This is an optimization exercise on Yosys and OpenROAD, whose aim is small area and few clock cycles per item, not a production implementation. In this exercise RTL edits were held to simulation tests only and were not proved equivalent to the original.

==> flow/design.v (outline; a module is shown in full before it is edited, if it fits) <==
// module pix_corr: 5105 lines
// module pc_fa: 4 lines
module pix_corr (
    input  wire        clk,
    input  wire        rst,
    input  wire        in_valid,
    output wire        in_ready,
    input  wire [17:0] in_pix,
    input  wire [2:0]  in_bcode,
    input  wire [17:0] in_offset,
    input  wire [17:0] in_gain,
    input  wire [17:0] in_ratio,
    input  wire [17:0] in_drift,
    input  wire [2:0]  in_wcode,
    output wire        out_valid,
    input  wire        out_ready,
    output wire [17:0] out_data,
    output wire        out_sat_lo,
    output wire        out_sat_hi
);
  // ...
==> flow/run.sh <==
#!/bin/bash
# synth_recipe.tcl (not shown) runs the flow's synth.tcl, then flattens the netlist and writes it again
# the make line also repeats each setting of config.mk as NAME=value (left out here)
make -C /OpenROAD-flow-scripts/flow DESIGN_CONFIG=/design/flow/config.mk WORK_HOME=/design/flow/orfs CLKGATE_MAP_FILE= SYNTH_SCRIPT=/design/flow/synth_recipe.tcl finish
==> flow/config.mk <==
export PLATFORM = sky130hd
export DESIGN_NAME = pix_corr
export DESIGN_NICKNAME = pix_corr
export VERILOG_FILES = /design/flow/design.v
export SDC_FILE = /design/flow/constraint.sdc
export NUM_CORES = 4
export LEC_CHECK = 0
export ABC_AREA = 1
export CAP_MARGIN = 20
export CORE_MARGIN = 2
export CORE_UTILIZATION = 60
export SLEW_MARGIN = 20
export SYNTH_HIERARCHICAL = 1
export SYNTH_MINIMUM_KEEP_SIZE = 0
==> flow/constraint.sdc <==
create_clock -name core_clock -period 10.0 [get_ports {clk}]
set_input_delay 2.0000 -clock core_clock [delete_from_list [all_inputs] [get_ports {clk}]]
set_output_delay 2.0000 -clock core_clock [all_outputs]
set_load 0.01 [all_outputs]
==> results_dict.tcl, run 1 <==
set metrics [dict create \
    outcome "finished clean" \
    multi_input_cells 2976 \
    ctsHoldBuffers 0 \
    finalSetupViolations 0 \
    final_cell_mix "708 x xor2_1, 685 x o22ai_1, 601 x fa_1" \
    start_kind "flip-flop" \
    arrival_ns 7.64 \
    place_area_mm2 0.0371 \
    grt_use_total_pct 37.7 \
    wirelength_um 112000 \
    slowest_stage "fa_1" \
    synth_top_family_by_area "adder cells" \
    cp-endpoint "out_data[3]" \
    ys_ff_latch 120 \
    cp_max_fo 18 \
    synth_most_common_cell "xor2_1" \
    area.share.sequential_pct 9.48 \
    finalInstanceArea_mm2 0.0378 \
    cts_max_level 4 \
    top_layer "met4" \
    synth_mux_area_share_pct 0 \
    first_global_vias 31500 \
    cts_tree "yes" \
    cts-root-buf "clkbuf_16" \
    pin_count 122 \
    synth_top_area_cell "fa_1" \
    crit_top_cell "fa_1" \
    skew_ns 0.0175 \
    cp_num_buf_inv 5 \
    synthArstFlopShare_pct 0 \
    routed-wl-met2_um 52500 \
    use_met1_pct 48.1 \
]
Testbench counts, summed over its fixed seeds: cycles 16,016, items 16,000.
==> inputs of run 2 (changes only) <==
--- a/flow/config.mk
+++ b/flow/config.mk
@@ -8,7 +8,7 @@
 export ABC_AREA = 1
 export CAP_MARGIN = 20
 export CORE_MARGIN = 2
-export CORE_UTILIZATION = 60
+export CORE_UTILIZATION = 40
 export SLEW_MARGIN = 20
 export SYNTH_HIERARCHICAL = 1
 export SYNTH_MINIMUM_KEEP_SIZE = 0
==> results_dict.tcl, run 2 <==
set metrics [dict create \
    outcome "finished clean" \
    diodes 0 \
    grt_use_total_pct 24.1 \
    hold_viol_final 0 \
    largest_register "g1" \
    wirelength_um 108000 \
    placedCellCount 4905 \
    finalMaxSlewViolations 0 \
    ys_warn_count 7 \
    vias 28900 \
    ys_seq_area_share_pct 10.2 \
    syn_inst 3782 \
    netlist.area_leader.share_pct 34.4 \
    rr_startpoint "d1[3]" \
    clock_tree.buffer_depth 2 \
    synth-compound-area-share_pct 16.3 \
    ant_nets 0 \
    dieArea_mm2 0.0898 \
    drive_gt1_share_pct 5.97 \
    largest_register_ffs 36 \
    synth.area.top_cells "fa_1 34%, xor2_1 18%, o22ai_1 12%, edfxtp_1 10%, ha_1 7.7%" \
    via_per_inst 5.84 \
    start_util_pct 40.3 \
    final_common_cell "xor2_1" \
    synth-adder-area-share_pct 42.1 \
    synthArstFlopShare_pct 0 \
    grt_pass1_wl_um 170000 \
    die_h_um 300 \
    cts_sinks 120 \
    final_cell_mix "708 x xor2_1, 685 x o22ai_1, 601 x fa_1" \
    fp.dieW_um 300 \
    min_path_type "flip-flop to flip-flop" \
    grt_max_degree 55 \
    synth_top_area_cell "fa_1" \
    cp_max_fo 15 \
    dr.pass1.iters 7 \
    grt_overflow 0 \
    cts_tree "yes" \
    drtIter0Drc 2486 \
    synth_mux_area_share_pct 0 \
    cts_max_level 4 \
    arrival_ns 7.61 \
    synth-xor-area-share_pct 18.1 \
    nNetsFinal 4690 \
    maxCapViolCount 0 \
    skew_ns 0.00705 \
    crit_required_ns 8.00 \
    synth_most_common_cell "xor2_1" \
    drc 0 \
    synth_fp_nets 4698 \
    clkTransAtPathRegs_ns 0.06 \
    ys_ff_latch 120 \
    synth_common_cells "708 x xor2_1, 685 x o22ai_1, 601 x fa_1" \
    dp.final_hpwl_um 81500 \
    reg_top3 "g1 x36, d1 x20" \
    tns_ns 0 \
    end_kind "primary output" \
    cts-buffers-inserted 17 \
    synthDistinctLibCells 45 \
    antenna_found_initial 0 \
    first_global_vias 29400 \
    fmaxAchievable_mhz 104 \
    fin_crit_ns 9.61 \
    finalSetupViolations 0 \
    coreArea_mm2 0.0868 \
    min-delay-start "q1[4]" \
    syn_area_per_cell_um2 9.25 \
    whs_ns 0.417 \
    syn_to_final_growth_pct 9.73 \
    startpoint "q2[9]" \
    syn_area_mm2 0.0350 \
    finalCritPeriodShare_pct 96.1 \
    pin_count 122 \
    synth-edff-count 118 \
    layout.cells.non_filler 4942 \
    rows 108 \
    start_kind "flip-flop" \
    relSlewSlack_pct 29.8 \
    cts-root-buf "clkbuf_16" \
    port_buffers 121 \
    clkLatencyLatePin_ns 0.48 \
    ctsHoldBuffers 0 \
    synth_top_family_by_area "adder cells" \
    synth-simple-area-share_pct 5.84 \
    critPathKind "flip-flop to primary output" \
    synth_flop_cell "edfxtp_1" \
    worst_slew_pin_slew_ns 1.05 \
    place_congestion 0.911 \
    routedWlPerCell_um 21.9 \
]
==> run 2: cell count changes in the layout (fill, tap and decap cells not counted), sizes merged <==
cell          delta
clkbuf           -1
bufinv           -1
clkinv           +3
diode            -1
buf             +15
clkinvlp         -1
dlymetal6s2s     -1
==> run 2: area by class of cell <==
class                   count  area (um2)
inverters                 377        1430
flip-flops and latches    120        3580
multi-input cells        2976       28900
repair buffers            282        2450
clock inverters            15         165
well taps                1155        1450
fillers                  8399       48400
clock buffers              17         425
==> run 2: cell families (layout without fill, tap and decap cells) <==
family                     Yosys count  count (layout)
AOI/OAI and AO/OA                  934             934
and+or+nand+nor                    501             502
xor gates and xnor gates           724             724
buffers and inverters              687             691
DFF                                120             120
adders and majority gates          816             816
==> run 2: Yosys stat by module (local to each module, per instance) <==
module    flops+latches  times used  cell area [um2]
pix_corr            120           1            23700
pc_fa                 0         563             20.0
==> run 2: metrics by stage <==
stage          utilization [%]  setup slack, ns  instance area [um2]
2_1_floorplan                -            0.801                35000
3_3_place_gp              43.4            0.132                37700
3_5_place_dp              43.4           0.0745                37700
4_1_cts                   44.1            0.107                38300
5_1_grt                   44.2          -0.0224                38400
6_report                  44.2            0.391                38400
==> run 2: path summary, 6_finish.rpt <==
kind,depth (start not counted),end,slack [ns]
min,0,q2[4],0.42
max reg2reg,39,hi2,1.93
max,27,out_data[1],0.39
min reg2reg,0,q2[4],0.42
==> run 2: repair_timing <==
action | in CTS | in global routing
endpoints found under the setup margin | 14 | 18
setup buffers | 0 | 4
pin swaps | 0 | 3
gates resized for setup | 3 | 12
cloned | 0 | 1
==> run 2: layer usage <==
| metal | track usage (%) | wire length, um |
|---|---|---|
| met1 | 32.2 | 45300 |
| met3 | 3.78 | 7370 |
| met5 | 0 | 0 |
| met2 | 39.9 | 52300 |
| met4 | 7.61 | 3140 |
==> run 2: critical path: stages, from the launching register on <==
cell and delay (ns):
edfxtp_1 0.42, nand2_1 0.12, inv_1 0.05, nor2_1 0.13
clkinv_1 0.44, o22ai_1 0.36, xor2_1 0.23, fa_1 0.48
fa_1 0.58, fa_1 0.44, fa_1 0.53, ha_1 0.33
nand4_1 0.13, nor3_1 0.19, nand2_2 0.09, nand2_4 0.08
nand3_1 0.11, o21ai_2 0.19, a31oi_1 0.14, fa_1 0.51
nand2_1 0.08, nor2_4 0.13, buf_12 0.14, nand4_1 0.28
buf_4 0.25, nand2_1 0.09, nand3_1 0.09, clkdlybuf4s50_1 0.51

-- afterwards: timing with drivers on the ports --
No port has a modelled driver above. Below, the same layouts with a new extraction and two added sets of constraints.
Step 1 assumes that a clkbuf_16 drives the clock port and a buf_2 every other input.
Step 2 times the ports against the registers' clock, not the clock port: input delays grow and output delays shrink by t, the midpoint of the rising clock arrivals with the driver on.
Three values: ideal, step 1, step 2; two values: the first two.
| run | t, ns | slack for setup (ns) | cell pins on the clock port's net |
|---|---|---|---|
| run 1 | 0.505 | 0.362 / 0.304 / 0.088 | 1 |
| run 2 | 0.536 | 0.391 / 0.336 / 0.098 | 1 |
After both steps setup and hold are still met in every run listed. For run 2, which loses most, drivers alone change the setup slack by -0.055 ns; drivers and shift together by -0.293 ns.
